Context: an optimization exercise on an open-source flow, tuned for small area and a short achievable clock period. The choices shown serve that exercise and are no tape-out recipe.
Function was checked by simulation only, so behaviour that the tests miss may differ from the original.
No activity file was given, so power comes from the tool's default toggle rates.

==> flow/design.v (outline; a module is shown in full before it is edited, if it fits) <==
// module gx_cmac: 185 lines
// module cmac_tree: 1211 lines
// module cmac_acc: 487 lines
// module cmac_nar_a: 202 lines
// module cmac_nar_b: 24 lines
// module cmac_pp: 3 lines
// module cmac_pp0: 3 lines
// module cmac_pps: 3 lines
// module cmac_fa: 4 lines
// module cmac_ha: 4 lines
// module cmac_b8: 8 lines
// module cmac_pp8: 4 lines
// module cmac_pp8a: 3 lines
// module cmac_pp8b: 4 lines
// module cmac_pp8s: 4 lines
// module cmac_gp: 4 lines
// module cmac_g: 3 lines
module gx_cmac (
    input  wire        clk,
    input  wire        rst,          
    input  wire        in_valid,
    input  wire        in_first,     
    input  wire        in_last,      
    input  wire        in_conj,      
    input  wire        in_sat,       
    input  wire [1:0]  in_mode,      
    input  wire [5:0]  in_shift,     
    input  wire [39:0] in_a,         
    input  wire [39:0] in_c,         
    output reg         out_valid,
    output reg  [19:0] out_re,
    output reg  [19:0] out_im,
    output reg         out_ov        
);
  // ...
==> flow/flow/run.sh <==
#!/bin/bash
# Layout: standard synthesis; every combinational cell set to drive strength 1; then the
# standard ORFS layout with timing repair aimed below the clock period (SETUP_SLACK_MARGIN).
set -euo pipefail
MARGIN=$(cat flow/margin.txt)
RES=orfs/results/$FLOW_PLATFORM/gx_cmac/base
bash standard.sh "$PWD/$RES/1_2_yosys.v" > synth.log 2>&1
python3 flow/downsize.py "$RES/1_2_yosys.v" "$FLOW_HOME/platforms/$FLOW_PLATFORM/lib/sky130_fd_sc_hd__tt_025C_1v80.lib" > downsize.log 2>&1
bash standard.sh SETUP_SLACK_MARGIN=$MARGIN finish > layout.log 2>&1
==> flow/flow/downsize.py <==
#!/usr/bin/env python3
"""Set every combinational cell of a synthesized netlist to its drive-strength-1 variant
(same function and pins); flip-flops are left as they are. Timing repair later sizes
cells up again where the layout needs it."""
import re, sys

net, lib = sys.argv[1], sys.argv[2]
names = set(re.findall(r'cell\s*\(\s*"?(sky130_fd_sc_hd__\w+)"?\s*\)', open(lib).read()))
keep = ('df', 'dl', 'sdf', 'edf', 'conb', 'clk', 'tap', 'fill', 'decap', 'diode')
src = open(net).read()
count = {}

def sub(m):
    cell = m.group(1)
    base, size = m.group(2), m.group(3)
    if size == '1' or base.startswith(keep):
        return m.group(0)
    small = f"sky130_fd_sc_hd__{base}_1"
    if small not in names:
        return m.group(0)
    count[cell] = count.get(cell, 0) + 1
    return m.group(0).replace(cell, small, 1)

out = re.sub(r'(?m)^(\s*)(?=sky130)', r'\1', src)
out = re.sub(r'(sky130_fd_sc_hd__([a-z0-9]+(?:_[a-z0-9]+)*?)_(\d+))(?=\s+\S+\s*\()', sub, src)
open(net, 'w').write(out)
for k, v in sorted(count.items()):
    print(f"{k}: {v}")
print("resized", sum(count.values()))
==> flow/flow/margin.txt <==
7.0
==> flow/standard.sh <==
#!/bin/bash
# synth_recipe.tcl (not shown) runs the flow's synth.tcl, then flattens the netlist and writes it again
# the make line also repeats each setting of config.mk as NAME=value (left out here)
make -C /OpenROAD-flow-scripts/flow DESIGN_CONFIG=/design/flow/config.mk WORK_HOME=/design/flow/orfs CLKGATE_MAP_FILE= SYNTH_SCRIPT=/design/flow/synth_recipe.tcl "${@:-finish}"
==> flow/config.mk <==
export PLATFORM = sky130hd
export DESIGN_NAME = gx_cmac
export DESIGN_NICKNAME = gx_cmac
export VERILOG_FILES = /design/flow/design.v
export SDC_FILE = /design/flow/constraint.sdc
export NUM_CORES = 4
export LEC_CHECK = 0
export CAP_MARGIN = 20
export CORE_MARGIN = 2
export CORE_UTILIZATION = 40
export SLEW_MARGIN = 20
export SYNTH_HIERARCHICAL = 1
==> flow/constraint.sdc <==
create_clock -name core_clock -period 11.0 [get_ports {clk}]
set_input_delay 2.2000 -clock core_clock [delete_from_list [all_inputs] [get_ports {clk}]]
set_output_delay 2.2000 -clock core_clock [all_outputs]
set_load 0.01 [all_outputs]
==> run_results.csv, run 1 <==
group,metric,value,unit
finish,layout.cell_area.non_filler,0.06949,mm2
timing,clock.fmax,243.4,MHz
floorplan,n_tap_cell,1930,
place,placedInstanceArea,0.06377,mm2
timing,fin_crit_sh,37.35,%
routing,drt_first_pass_iters,9,
timing,final.setup.tns,0,ns
floorplan,initial_utilization,40.40,%
timing,timing.final.crit_period,4.108,ns
clock_network,cts_num_sinks,549,
clock_network,clock_tree.buffer_depth,3,
finish,antenna_cells_inserted,7,
worst_setup_path,critical_path_cell_count,10,
run_status,run_status,"no timing/DRC/antenna violations",
worst_setup_path,worstRegToRegCells,10,
place,dpl.hpwl,157000,um
worst_setup_path,path_delay_family,"adder cells",
power_and_ir_drop,switching_share,50.31,%
grt,busiest_layer,"met2",
clock_network,cts_hold_buffers,0,
worst_setup_path,worstPathArrival,4.74,ns
finish,final_core_util,46.89,%
floorplan,floorplan.rows,141,
power_and_ir_drop,top_power_group,"combinational cells",
routing,avgRoutedWirePerCell,31.95,um
clock_network,worstSkewPairLatency,0.72,ns
worst_hold_path,holdCritPathClass,"flop to flop",
finish,seqCellArea,0.01124,mm2
clock_network,ctsHtreeMaxLevel,3,
finish,number_of_fillers_in_the_final_layout,13790,
power_and_ir_drop,p_per_area,404.9,mW/mm2
finish,layout.cells.most_common,"xnor2_1",
worst_hold_path,hold-path-endpoint,"s2_shift[0]",
worst_setup_path,setup.worst_path.class,"flop to flop",
finish,share_of_final_layout_standard_cells_stronger_than_drive_strength_1,10.59,%
routing,first_iter_violations,8079,
logic_synthesis,yosys_warnings,8,
power_and_ir_drop,seq_power,3.92,mW
==> module gx_cmac, before the edit <==
module gx_cmac (
    input  wire        clk,
    input  wire        rst,          
    input  wire        in_valid,
    input  wire        in_first,     
    input  wire        in_last,      
    input  wire        in_conj,      
    input  wire        in_sat,       
    input  wire [1:0]  in_mode,      
    input  wire [5:0]  in_shift,     
    input  wire [39:0] in_a,         
    input  wire [39:0] in_c,         
    output reg         out_valid,
    output reg  [19:0] out_re,
    output reg  [19:0] out_im,
    output reg         out_ov        
);
    wire [19:0] cr_v = in_valid ? in_c[19:0]  : 20'd0;
    wire [19:0] ci_v = in_valid ? in_c[39:20] : 20'd0;
    wire [21:0] crx = {cr_v[19], cr_v, 1'b0};
    wire [21:0] cix = {ci_v[19], ci_v, 1'b0};
    wire [6:0]  e_r1, e_r2, e_r3, e_r4, e_rn, e_i1, e_i2, e_i3, e_i4, e_in;
    genvar g;
    generate
        for (g = 0; g < 7; g = g + 1) begin : booth
            cmac_b8 u_br (.y(crx[3*g+3:3*g]), .one(e_r1[g]), .two(e_r2[g]), .three(e_r3[g]), .four(e_r4[g]));
            cmac_b8 u_bi (.y(cix[3*g+3:3*g]), .one(e_i1[g]), .two(e_i2[g]), .three(e_i3[g]), .four(e_i4[g]));
            assign e_rn[g] = crx[3*g+3];
            assign e_in[g] = cix[3*g+3];
        end
    endgenerate
    wire [21:0] e_ar3 = {{2{in_a[19]}}, in_a[19:0]} + {in_a[19], in_a[19:0], 1'b0};
    wire [21:0] e_ai3 = {{2{in_a[39]}}, in_a[39:20]} + {in_a[39], in_a[39:20], 1'b0};
    reg        s0_vlast, s0_first, s0_sat;
    reg [1:0]  s0_mode;
    reg [5:0]  s0_shift;
    reg [19:0] a_re, a_im;
    reg [21:0] a3_re, a3_im;
    reg [6:0]  br_one, br_two, br_three, br_four, br_neg;
    reg [6:0]  bi_one, bi_two, bi_three, bi_four, ni_re, ni_im;
    always @(posedge clk) begin
        if (rst)
            s0_vlast <= 1'b0;
        else
            s0_vlast <= in_valid & in_last;
        s0_first <= in_valid & in_first;
        s0_sat   <= in_sat;
        s0_mode  <= in_mode;
        s0_shift <= in_shift;
        a_re     <= in_a[19:0];
        a_im     <= in_a[39:20];
        a3_re    <= e_ar3;
        a3_im    <= e_ai3;
        br_one   <= e_r1;
        br_two   <= e_r2;
        br_three <= e_r3;
        br_four  <= e_r4;
        br_neg   <= e_rn;
        bi_one   <= e_i1;
        bi_two   <= e_i2;
        bi_three <= e_i3;
        bi_four  <= e_i4;
        ni_re    <= e_in ^ {7{~in_conj}};
        ni_im    <= e_in ^ {7{in_conj}};
    end
    wire [48:0] t_re1, t_re2, t_im1, t_im2;
    cmac_tree u_tree_re (.m0(a_re), .m0x3(a3_re), .m1(a_im), .m1x3(a3_im),
                         .p_one(br_one), .p_two(br_two), .p_three(br_three), .p_four(br_four), .p_neg(br_neg),
                         .q_one(bi_one), .q_two(bi_two), .q_three(bi_three), .q_four(bi_four), .q_neg(ni_re),
                         .r1(t_re1), .r2(t_re2));
    cmac_tree u_tree_im (.m0(a_im), .m0x3(a3_im), .m1(a_re), .m1x3(a3_re),
                         .p_one(br_one), .p_two(br_two), .p_three(br_three), .p_four(br_four), .p_neg(br_neg),
                         .q_one(bi_one), .q_two(bi_two), .q_three(bi_three), .q_four(bi_four), .q_neg(ni_im),
                         .r1(t_im1), .r2(t_im2));
    reg [40:0] cs_re1;
    always @(posedge clk) begin
        cs_re1[40:0] <= t_re1[40:0];
    end
    reg [40:0] cs_re2;
    always @(posedge clk) begin
        cs_re2[40:0] <= t_re2[40:0];
    end
    reg [40:0] cs_im1;
    always @(posedge clk) begin
        cs_im1[40:0] <= t_im1[40:0];
    end
    reg [40:0] cs_im2;
    always @(posedge clk) begin
        cs_im2[40:0] <= t_im2[40:0];
    end
    wire [48:0] r_re1 = {1'b1, 1'b1, 1'b1, 1'b1, 1'b1, 1'b1, 1'b1, 1'b1, cs_re1[40], cs_re1[39], cs_re1[38], cs_re1[37], cs_re1[36], cs_re1[35], cs_re1[34], cs_re1[33], cs_re1[32], cs_re1[31], cs_re1[30], cs_re1[29], cs_re1[28], cs_re1[27], cs_re1[26], cs_re1[25], cs_re1[24], cs_re1[23], cs_re1[22], cs_re1[21], cs_re1[20], cs_re1[19], cs_re1[18], cs_re1[17], cs_re1[16], cs_re1[15], cs_re1[14], cs_re1[13], cs_re1[12], cs_re1[11], cs_re1[10], cs_re1[9], cs_re1[8], cs_re1[7], cs_re1[6], cs_re1[5], cs_re1[4], cs_re1[3], cs_re1[2], cs_re1[1], cs_re1[0]};
    wire [48:0] r_re2 = {1'b0, 1'b0, 1'b0, 1'b0, 1'b0, 1'b0, 1'b0, 1'b0, cs_re2[40], cs_re2[39], cs_re2[38], cs_re2[37], cs_re2[36], cs_re2[35], cs_re2[34], cs_re2[33], cs_re2[32], cs_re2[31], cs_re2[30], cs_re2[29], cs_re2[28], cs_re2[27], cs_re2[26], cs_re2[25], cs_re2[24], cs_re2[23], cs_re2[22], cs_re2[21], cs_re2[20], cs_re2[19], cs_re2[18], cs_re2[17], cs_re2[16], cs_re2[15], cs_re2[14], cs_re2[13], cs_re2[12], cs_re2[11], cs_re2[10], cs_re2[9], cs_re2[8], cs_re2[7], cs_re2[6], cs_re2[5], cs_re2[4], cs_re2[3], cs_re2[2], cs_re2[1], cs_re2[0]};
    wire [48:0] r_im1 = {1'b1, 1'b1, 1'b1, 1'b1, 1'b1, 1'b1, 1'b1, 1'b1, cs_im1[40], cs_im1[39], cs_im1[38], cs_im1[37], cs_im1[36], cs_im1[35], cs_im1[34], cs_im1[33], cs_im1[32], cs_im1[31], cs_im1[30], cs_im1[29], cs_im1[28], cs_im1[27], cs_im1[26], cs_im1[25], cs_im1[24], cs_im1[23], cs_im1[22], cs_im1[21], cs_im1[20], cs_im1[19], cs_im1[18], cs_im1[17], cs_im1[16], cs_im1[15], cs_im1[14], cs_im1[13], cs_im1[12], cs_im1[11], cs_im1[10], cs_im1[9], cs_im1[8], cs_im1[7], cs_im1[6], cs_im1[5], cs_im1[4], cs_im1[3], cs_im1[2], cs_im1[1], cs_im1[0]};
    wire [48:0] r_im2 = {1'b0, 1'b0, 1'b0, 1'b0, 1'b0, 1'b0, 1'b0, 1'b0, cs_im2[40], cs_im2[39], cs_im2[38], cs_im2[37], cs_im2[36], cs_im2[35], cs_im2[34], cs_im2[33], cs_im2[32], cs_im2[31], cs_im2[30], cs_im2[29], cs_im2[28], cs_im2[27], cs_im2[26], cs_im2[25], cs_im2[24], cs_im2[23], cs_im2[22], cs_im2[21], cs_im2[20], cs_im2[19], cs_im2[18], cs_im2[17], cs_im2[16], cs_im2[15], cs_im2[14], cs_im2[13], cs_im2[12], cs_im2[11], cs_im2[10], cs_im2[9], cs_im2[8], cs_im2[7], cs_im2[6], cs_im2[5], cs_im2[4], cs_im2[3], cs_im2[2], cs_im2[1], cs_im2[0]};
    reg        s1_vlast, s1_first, s1_sat;
    reg [1:0]  s1_mode;
    reg [5:0]  s1_shift;
    always @(posedge clk) begin
        if (rst)
            s1_vlast <= 1'b0;
        else
            s1_vlast <= s0_vlast;
        s1_first <= s0_first;
        s1_sat   <= s0_sat;
        s1_mode  <= s0_mode;
        s1_shift <= s0_shift;
    end
    reg  [47:0] acc_raw_re, acc_raw_im;
    reg         ovs_re, ovs_im, sg_re, sg_im;
    reg         acc_ov;
    wire [48:0] sum_re, sum_im;      
    wire        sgn_re, sgn_im;      
    wire [47:0] acc_re = ovs_re ? {sg_re, {47{~sg_re}}} : acc_raw_re;
    wire [47:0] acc_im = ovs_im ? {sg_im, {47{~sg_im}}} : acc_raw_im;
    cmac_acc u_acc_re (.acc(acc_raw_re), .ovs(ovs_re), .sg(sg_re), .first(s1_first), .r1(r_re1), .r2(r_re2),
                       .sum(sum_re), .sgn(sgn_re));
    cmac_acc u_acc_im (.acc(acc_raw_im), .ovs(ovs_im), .sg(sg_im), .first(s1_first), .r1(r_im1), .r2(r_im2),
                       .sum(sum_im), .sgn(sgn_im));
    reg        s2_vlast, s2_sat;
    reg [1:0]  s2_mode;
    reg [5:0]  s2_shift;
    always @(posedge clk) begin
        if (rst)
            s2_vlast <= 1'b0;
        else
            s2_vlast <= s1_vlast;
        acc_raw_re <= sum_re[47:0];
        acc_raw_im <= sum_im[47:0];
        ovs_re     <= sum_re[48] & s1_sat;
        ovs_im     <= sum_im[48] & s1_sat;
        sg_re      <= sgn_re;
        sg_im      <= sgn_im;
        acc_ov     <= (s1_first ? 1'b0 : acc_ov) | sum_re[48] | sum_im[48];
        s2_sat   <= s1_sat;
        s2_mode  <= s1_mode;
        s2_shift <= s1_shift;
    end
    wire [47:0] th;
    generate
        for (g = 0; g < 48; g = g + 1) begin : therm
            assign th[g] = (s2_shift > g);
        end
    endgenerate
    wire [19:0] h_q_re, h_q_im;
    wire        h_rb_re, h_rb_im, h_st_re, h_st_im, h_fit_re, h_fit_im;
    cmac_nar_a u_na_re (.x(acc_re), .s(s2_shift), .th(th), .q(h_q_re), .rb(h_rb_re), .st(h_st_re), .fits(h_fit_re));
    cmac_nar_a u_na_im (.x(acc_im), .s(s2_shift), .th(th), .q(h_q_im), .rb(h_rb_im), .st(h_st_im), .fits(h_fit_im));
    reg        s3_vlast, s3_sat, s3_ov;
    reg [1:0]  s3_mode;
    reg [19:0] n_q_re, n_q_im;
    reg        n_rb_re, n_rb_im, n_st_re, n_st_im, n_fit_re, n_fit_im, n_sg_re, n_sg_im;
    always @(posedge clk) begin
        if (rst)
            s3_vlast <= 1'b0;
        else
            s3_vlast <= s2_vlast;
        s3_sat   <= s2_sat;
        s3_mode  <= s2_mode;
        s3_ov    <= acc_ov;
        n_q_re   <= h_q_re;
        n_q_im   <= h_q_im;
        n_rb_re  <= h_rb_re;
        n_rb_im  <= h_rb_im;
        n_st_re  <= h_st_re;
        n_st_im  <= h_st_im;
        n_fit_re <= h_fit_re;
        n_fit_im <= h_fit_im;
        n_sg_re  <= acc_re[47];
        n_sg_im  <= acc_im[47];
    end
    wire [20:0] n_re, n_im;          
    cmac_nar_b u_nb_re (.q(n_q_re), .rb(n_rb_re), .st(n_st_re), .fits(n_fit_re), .sg(n_sg_re),
                        .mode(s3_mode), .sat(s3_sat), .n(n_re));
    cmac_nar_b u_nb_im (.q(n_q_im), .rb(n_rb_im), .st(n_st_im), .fits(n_fit_im), .sg(n_sg_im),
                        .mode(s3_mode), .sat(s3_sat), .n(n_im));
    always @(posedge clk) begin
        if (rst)
            out_valid <= 1'b0;
        else
            out_valid <= s3_vlast;
        out_re <= n_re[19:0];
        out_im <= n_im[19:0];
        out_ov <= s3_ov | n_re[20] | n_im[20];
    end
endmodule
==> run 2, diff against run 1 <==
--- a/flow/design.v
+++ b/flow/design.v
@@ -60,8 +60,8 @@
         bi_two   <= e_i2;
         bi_three <= e_i3;
         bi_four  <= e_i4;
-        ni_re    <= e_in ^ {7{~in_conj}};
-        ni_im    <= e_in ^ {7{in_conj}};
+        ni_re    <= e_in ^ {7{~(in_valid & in_conj)}};
+        ni_im    <= e_in ^ {7{in_valid & in_conj}};
     end
     wire [48:0] t_re1, t_re2, t_im1, t_im2;
     cmac_tree u_tree_re (.m0(a_re), .m0x3(a3_re), .m1(a_im), .m1x3(a3_im),
==> flow/flow/run.sh (replaced) <==
#!/bin/bash
# Layout: standard synthesis; every combinational cell set to drive strength 1; then the
# standard ORFS layout, with port buffers of buf_1 and timing repair aimed below the clock
# period (SETUP_SLACK_MARGIN, from flow/margin.txt).
set -euo pipefail
MARGIN=$(cat flow/margin.txt)
RES=orfs/results/$FLOW_PLATFORM/gx_cmac/base
bash standard.sh "$PWD/$RES/1_2_yosys.v" > synth.log 2>&1
python3 flow/downsize.py "$RES/1_2_yosys.v" "$FLOW_HOME/platforms/$FLOW_PLATFORM/lib/sky130_fd_sc_hd__tt_025C_1v80.lib" > downsize.log 2>&1
bash standard.sh SETUP_SLACK_MARGIN=$MARGIN "BUFFER_PORTS_ARGS=-buffer_cell sky130_fd_sc_hd__buf_1" finish > layout.log 2>&1
==> run 2 against run 1 <==
Still clean on timing, DRC and antenna; register-to-register slack about the same; maximum frequency increased by 0.32%; hold slack improved by 0.016 ns; routed wire length decreased by 3.3%; final cell count decreased by 0.59%; largest cell class unchanged; critical endpoint is now cs_im2[25]; combinational power decreased by 7%; via count decreased by 2.2%; total power decreased by 5.3%; sequential share of layout area increased by 0.47 points.
==> run_results.csv, run 2 <==
group,metric,value,unit
timing,finalClockSkew,0.03676,ns
routing,first_iter_violations,8326,
routing,avgRoutedWirePerCell,31.09,um
clock_network,worstSkewPairLatency,0.72,ns
routing,via_per_inst,6.907,
timing,unrepaired_setup_endpoints_after_global_routing,"true",
floorplan,core_region_area,0.1482,mm2
worst_hold_path,hold-path-endpoint,"s1_shift[5]",
logic_synthesis,yosys_warnings,8,
clock_network,cts_tree,"yes",
grt,groute.layer.met3.usage,9.518,%
floorplan,die_height,391.0,um
finish,top_regs,"acc_raw_im x48, acc_raw_re x48",
worst_setup_path,crit_slowest_cell,"dfxtp_4",
worst_hold_path,holdCritPathClass,"flop to flop",
worst_hold_path,min-delay-start,"s0_shift[5]",
place,gp_routability_congestion,0.9161,
routing,antenna_left,0,
power_and_ir_drop,p_per_area,395.4,mW/mm2
place,place_worst_setup_slack,5.796,ns
floorplan,initial_utilization,40.42,%
grt,globalRouteMet1Util,40.73,%
timing,slew_headroom,18.95,%
timing,clock.fmax,244.2,MHz
power_and_ir_drop,clock_power_share,8.8,%
finish,area.growth.synth_to_final,12.45,%
logic_synthesis,postSynthAreaPerCell,9.895,um2
routing,detail_route.drc_violations,0,
worst_setup_path,worstReg2RegStart,"br_one[5]",
worst_setup_path,critical_path.n_buffers_inverters,0,
finish,share_of_final_layout_standard_cells_stronger_than_drive_strength_1,8.588,%
routing,drt_first_pass_iters,10,
clock_network,ctsHtreeMaxLevel,2,
logic_synthesis,netlist_area,0.05989,mm2
finish,layout.cell_area.non_filler,0.06735,mm2
routing,wirelength,252300,um
clock_network,clk_transition_reported_paths,0.07,ns
worst_setup_path,critical_path.startpoint_type,"flop",
floorplan,die_width,391.0,um
worst_setup_path,path_delay_family,"adder cells",
worst_setup_path,critical_path.most_common_cell,"fa_1",
clock_network,clock-root-buffer,"clkbuf_16",
power_and_ir_drop,power.combinational.fraction,76.5,%
worst_setup_path,worstPathRequired,11.57,ns
worst_setup_path,crit_fanout,44,
place,placedInstanceArea,0.06297,mm2
finish,most_used_cells_in_the_layout_excluding_fill_and_tap_cells,"xnor2_1 (641), fa_1 (550), a22o_1 (546), a221oi_1 (500), dfxtp_1 (452)",
timing,final.setup.tns,0,ns
worst_setup_path,setup.reg_to_reg.worst_slack,6.91,ns
power_and_ir_drop,p_leak,27.48,nW
grt,global_route.usage.total,31.58,%
timing,setup_viol,0,
grt,maximum_number_of_pins_on_one_net_before_global_route_repair,75,
grt,globalRouteOverflowTotal,0,
timing,timing.final.crit_period,4.095,ns
floorplan,ios,137,
finish,layout.cells.most_common,"xnor2_1",
floorplan,floorplan.die_area,0.1528,mm2
finish,nNetsFinal,7040,
floorplan,floorplan.rows,141,
worst_setup_path,slowest_stage_delay_on_critical_path,0.81,ns
timing,max_slew.worst_pin.slew,1.208,ns
place,io_buffers,136,
worst_setup_path,worstPathArrival,4.66,ns
clock_network,cts_hold_buffers,0,
grt,first_global_vias,55100,
timing,drv_slew,0,
power_and_ir_drop,switching_share,50.08,%
worst_setup_path,cp_cell_sequence,"a221oi_1, xnor2_1, fa_2, fa_1, fa_1, fa_1, fa_1",
grt,global_route_wire_length_before_repair,365600,um
timing,hold_viol,0,
worst_setup_path,worst_flop_to_flop_path_endpoint,"cs_im2[25]",
finish,final_core_util,45.45,%
power_and_ir_drop,power.net_switching,13.33,mW
run_status,run_status,"no timing/DRC/antenna violations",
place,dpl.hpwl,156600,um
timing,timing.hold.ws,0.3240,ns
grt,groute.layer.met2.usage,46.31,%
clock_network,cts_num_sinks,549,
worst_setup_path,setup.worst_path.class,"flop to flop",
worst_setup_path,worstRegToRegCells,7,
timing,worst_path_setup_slack_after_routing,6.905,ns
power_and_ir_drop,internal_power,13.29,mW
worst_setup_path,worst_setup_path_end_kind,"flop",
logic_synthesis,syn_inst,6053,
routing,vias,56050,
clock_network,cts_made_buffers,61,
worst_hold_path,worst_hold_depth,0,
timing,fin_crit_sh,37.23,%
power_and_ir_drop,vdd_drop_max,0.0004580,V
clock_network,clock_tree.buffer_depth,3,
run,drv_cap,0,
grt,number_of_antenna_violations_at_the_first_check_in_global_routing,6,
power_and_ir_drop,sequential_share_of_power,14.6,%
grt,busiest_layer,"met2",
==> run 2: worst max path at each step <==
stage / startpoint / end / slack, ns / depth (start not counted)
detailed placement: ovs_im / ovs_im / 5.80 / 15
finish: br_one[5] / cs_im2[25] / 6.91 / 7
CTS: a_im[17] / cs_im2[23] / 7.00 / 10
global placement: ovs_im / acc_ov / 5.89 / 16
global route: a_im[12] / cs_im2[21] / 6.91 / 10
floorplan: bi_one[3] / cs_im2[25] / 7.00 / 8
==> run 2: layer usage <==
metal	up-vias	part of all wire, %
met4	13	7.3
met2	4339	41
met3	1147	13
met5	-	0.091
li1	23130	-
met1	27420	39
==> run 2: through the flow <==
stage,power (mW),std cells
2_1_floorplan,18.04,6056
3_3_place_gp,22.77,7945
3_5_place_dp,23.06,7945
4_1_cts,25.78,8087
5_1_grt,28.30,8113
6_report,26.63,8114
==> run 2: repair_timing <==
item,CTS,global route
cloned,8,8
buffers inserted,19,18
setup endpoints to repair,145,45
gates resized for setup,178,136
pin swaps,8,29
==> run 2: area by class of cell <==
| class | instances | area [um2] |
|---|---|---|
| Inverter | 262 | 983.4 |
| Antenna cell | 1 | 2.502 |
| Multi-Input combinational cell | 4908 | 47270 |
| Tap cell | 1930 | 2415 |
| Timing Repair Buffer | 349 | 3187 |
| Sequential cell | 549 | 11210 |
| Clock buffer | 74 | 1698 |
| Clock inverter | 41 | 585.6 |
| Fill cell | 14140 | 80840 |
==> run 2: power groups by stage <==
stage | logic (mW) | registers (mW) | clock network, mW
final | 20.4 | 3.90 | 2.35
after global placement | 18.8 | 3.94 | 0
after CTS | 19.5 | 3.88 | 2.39
after floorplan | 14.2 | 3.88 | 0
after detailed placement | 19.1 | 3.93 | 0
after global routing | 21.9 | 3.96 | 2.47
==> run 3, diff against run 2 <==
--- a/flow/config.mk
+++ b/flow/config.mk
@@ -8,5 +8,6 @@
 export CAP_MARGIN = 20
 export CORE_MARGIN = 2
 export CORE_UTILIZATION = 40
+export CTS_BUF_LIST = sky130_fd_sc_hd__clkbuf_4 sky130_fd_sc_hd__clkbuf_8
 export SLEW_MARGIN = 20
 export SYNTH_HIERARCHICAL = 1
==> run 3 against run 2 <==
Still clean on timing, DRC and antenna; combinational power barely moved; sequential share of layout area fell by 0.092 points; clock skew rose by 0.025 ns; critical path type unchanged.
==> run_results.csv, run 3 <==
group,metric,value,unit
timing,drv_slew,0,
worst_setup_path,slowest_stage_delay_on_critical_path,0.63,ns
timing,clock.fmax,244.8,MHz
finish,top_regs,"acc_raw_im x48, acc_raw_re x48",
finish,number_of_fillers_in_the_final_layout,14180,
finish,nNetsFinal,7091,
routing,detail_route.drc_violations,0,
grt,number_of_antenna_violations_at_the_first_check_in_global_routing,5,
power_and_ir_drop,p_per_area,392.8,mW/mm2
clock_network,cts_tree,"yes",
routing,antenna_left,0,
clock_network,cts_made_buffers,96,
floorplan,initial_utilization,40.42,%
timing,unrepaired_setup_endpoints_after_global_routing,"true",
timing,fin_crit_sh,37.14,%
worst_setup_path,crit_slowest_cell,"fa_2",
finish,layout.cells.most_common,"xnor2_1",
power_and_ir_drop,vdd_drop_max,0.0004446,V
timing,timing.hold.ws,0.3117,ns
routing,via_per_inst,6.864,
worst_setup_path,worstPathRequired,11.77,ns
grt,global_route.usage.total,31.80,%
worst_setup_path,critical_path.most_common_cell,"fa_1",
routing,vias,56310,
grt,globalRouteOverflowTotal,0,
routing,first_iter_violations,8315,
clock_network,worstSkewPairLatency,0.86,ns
place,place_worst_setup_slack,5.796,ns
routing,wirelength,255400,um
grt,globalRouteMet1Util,40.51,%
timing,final.setup.tns,0,ns
logic_synthesis,syn_inst,6053,
grt,maximum_number_of_pins_on_one_net_before_global_route_repair,75,
place,io_buffers,136,
power_and_ir_drop,clock_power_share,8.5,%
grt,first_global_vias,55460,
floorplan,core_region_area,0.1482,mm2
run,drv_cap,0,
clock_network,ctsHtreeMaxLevel,3,
timing,timing.final.crit_period,4.085,ns
timing,max_slew.worst_pin.slew,1.190,ns
worst_setup_path,worst_setup_path_end_kind,"flop",
timing,slew_headroom,20.15,%
worst_hold_path,holdCritPathClass,"flop to flop",
worst_setup_path,worstPathArrival,4.86,ns
finish,share_of_final_layout_standard_cells_stronger_than_drive_strength_1,10.17,%
worst_setup_path,setup.worst_path.class,"flop to flop",
clock_network,clk_transition_reported_paths,0.06,ns
floorplan,floorplan.rows,141,
grt,global_route_wire_length_before_repair,366700,um
grt,groute.layer.met3.usage,10.43,%
timing,worst_path_setup_slack_after_routing,6.915,ns
worst_setup_path,crit_fanout,31,
grt,busiest_layer,"met2",
logic_synthesis,postSynthAreaPerCell,9.895,um2
floorplan,die_height,391.0,um
floorplan,floorplan.die_area,0.1528,mm2
place,dpl.hpwl,156600,um
power_and_ir_drop,sequential_share_of_power,14.7,%
clock_network,cts_num_sinks,549,
logic_synthesis,yosys_warnings,8,
finish,most_used_cells_in_the_layout_excluding_fill_and_tap_cells,"xnor2_1 (639), a22o_1 (546), fa_1 (543), a221oi_1 (490), dfxtp_1 (452)",
place,gp_routability_congestion,0.9161,
power_and_ir_drop,internal_power,13.24,mW
power_and_ir_drop,p_leak,27.73,nW
routing,drt_first_pass_iters,10,
grt,groute.layer.met2.usage,46.43,%
clock_network,clock_tree.buffer_depth,3,
run_status,run_status,"no timing/DRC/antenna violations",
routing,avgRoutedWirePerCell,31.14,um
worst_setup_path,critical_path.startpoint_type,"flop",
timing,finalClockSkew,0.06196,ns
floorplan,ios,137,
power_and_ir_drop,switching_share,50.23,%
logic_synthesis,netlist_area,0.05989,mm2
power_and_ir_drop,report.power.total,26.61,mW
floorplan,die_width,391.0,um
power_and_ir_drop,power.combinational.fraction,76.8,%
timing,hold_viol,0,
timing,setup_viol,0,
finish,area.growth.synth_to_final,13.10,%
power_and_ir_drop,power.net_switching,13.37,mW
clock_network,clock-root-buffer,"clkbuf_8",
worst_setup_path,cp_cell_sequence,"buf_8, a22o_1, a221oi_1, xnor2_1, fa_1, fa_1, fa_1, fa_1, fa_2",
-- run 3: cell count changes in the layout (fill, tap and decap cells not counted), sizes merged --
cell,delta
inv,-5
bufinv,-2
clkinv,+5
clkinvlp,-2
diode,+8
clkbuf,+74
nand2b,+2
buf,+7
bufbuf,+2
-- run 3: path summary, 6_finish.rpt --
kind / start / end / cells after the start / slack (ns)
setup / recovery: bi_three[4] / cs_re2[25] / 9 / 6.91
hold / removal: s1_shift[4] / s2_shift[4] / 0 / 0.31
setup reg to reg: bi_three[4] / cs_re2[25] / 9 / 6.91
hold reg to reg: s1_shift[4] / s2_shift[4] / 0 / 0.31
-- run 3: worst max-delay path, delay by kind of cell (launching register included) --
kind            cells  cell delay [ns]
flops               1             0.45
buf+inv             1             0.22
xor+xnor            1             0.13
compound gates      2             0.54
fa+ha+maj           5             2.61
-- run 3: repair_timing --
action | in CTS | in global routing
resized for setup | 184 | 145
endpoints found under the setup margin | 146 | 49
buffers inserted | 19 | 26
hold buffers | 0 | 0
gates cloned | 9 | 15
pin swaps | 11 | 32
-- run 3: routing by layer --
layer	vias to the layer above	share of wire, %	routed length, um
met5	-	0.026	66
met4	4	7.5	19080
li1	23270	-	-
met2	4380	41	105000
met1	27490	39	98580
met3	1159	13	32670
-- run 3: final cells by class --
class / count / area, um2 / share of cell area, %
diodes: 9 / 22.52 / 0.03325
clock buffers: 143 / 1818 / 2.684
clock inverters: 37 / 490.5 / 0.7241
inverters: 262 / 983.4 / 1.452
multi-input cells: 4910 / 47390 / 69.96
flip-flops and latches: 549 / 11210 / 16.55
well taps: 1930 / 2415 / 3.565
repair buffers: 363 / 3412 / 5.037
-- run 3: metrics by stage --
step	instance area, um2	cells	util (%)
after global placement	62970	7945	42.49
after global routing	67730	8200	45.71
final	67740	8203	45.71
after floorplan	60050	6056	-
after CTS	66550	8153	44.91
after detailed placement	62970	7945	42.49
-- run 3: power by group through the flow --
stage / sequential [mW] / clock, mW / combinational [mW]
2_1_floorplan: 3.88 / 0 / 14.2
3_3_place_gp: 3.94 / 0 / 18.8
3_5_place_dp: 3.93 / 0 / 19.1
4_1_cts: 3.88 / 2.31 / 19.5
5_1_grt: 3.97 / 2.40 / 21.9
6_report: 3.90 / 2.26 / 20.4

==> separate check: timing with driven ports <==
Ports are ideal in the flow. The routed layouts listed here were re-timed in OpenROAD. Step 1 sets driving cells, clkbuf_16 on the clock port and buf_2 on the other inputs (assumed; they add their load-dependent delay and slew). Step 2, shift: input delay + t, output delay - t, t = (earliest + latest rising clock arrival at the registers) / 2. This alone moves slack from input paths to output paths. Slacks: ideal / step 1 / step 2; pairs: ideal / step 1.
run | shift t [ns] | setup WS [ns] | worst hold slack (ns) | clock arrival spread, ns
run 1 | 0.780 | 6.892 / 6.892 / 6.350 | 0.308 / 0.308 / 0.308 | 0.057 / 0.057
run 2 | 0.786 | 6.905 / 6.905 / 6.411 | 0.324 / 0.324 / 0.324 | 0.038 / 0.037
run 3 | 0.910 | 6.915 / 6.915 / 6.422 | 0.312 / 0.312 / 0.312 | 0.062 / 0.062
After both steps every run listed still meets setup and hold. The setup slack of run 1, which loses most, moves by 0.000 ns with the drivers and by -0.542 ns with both steps.
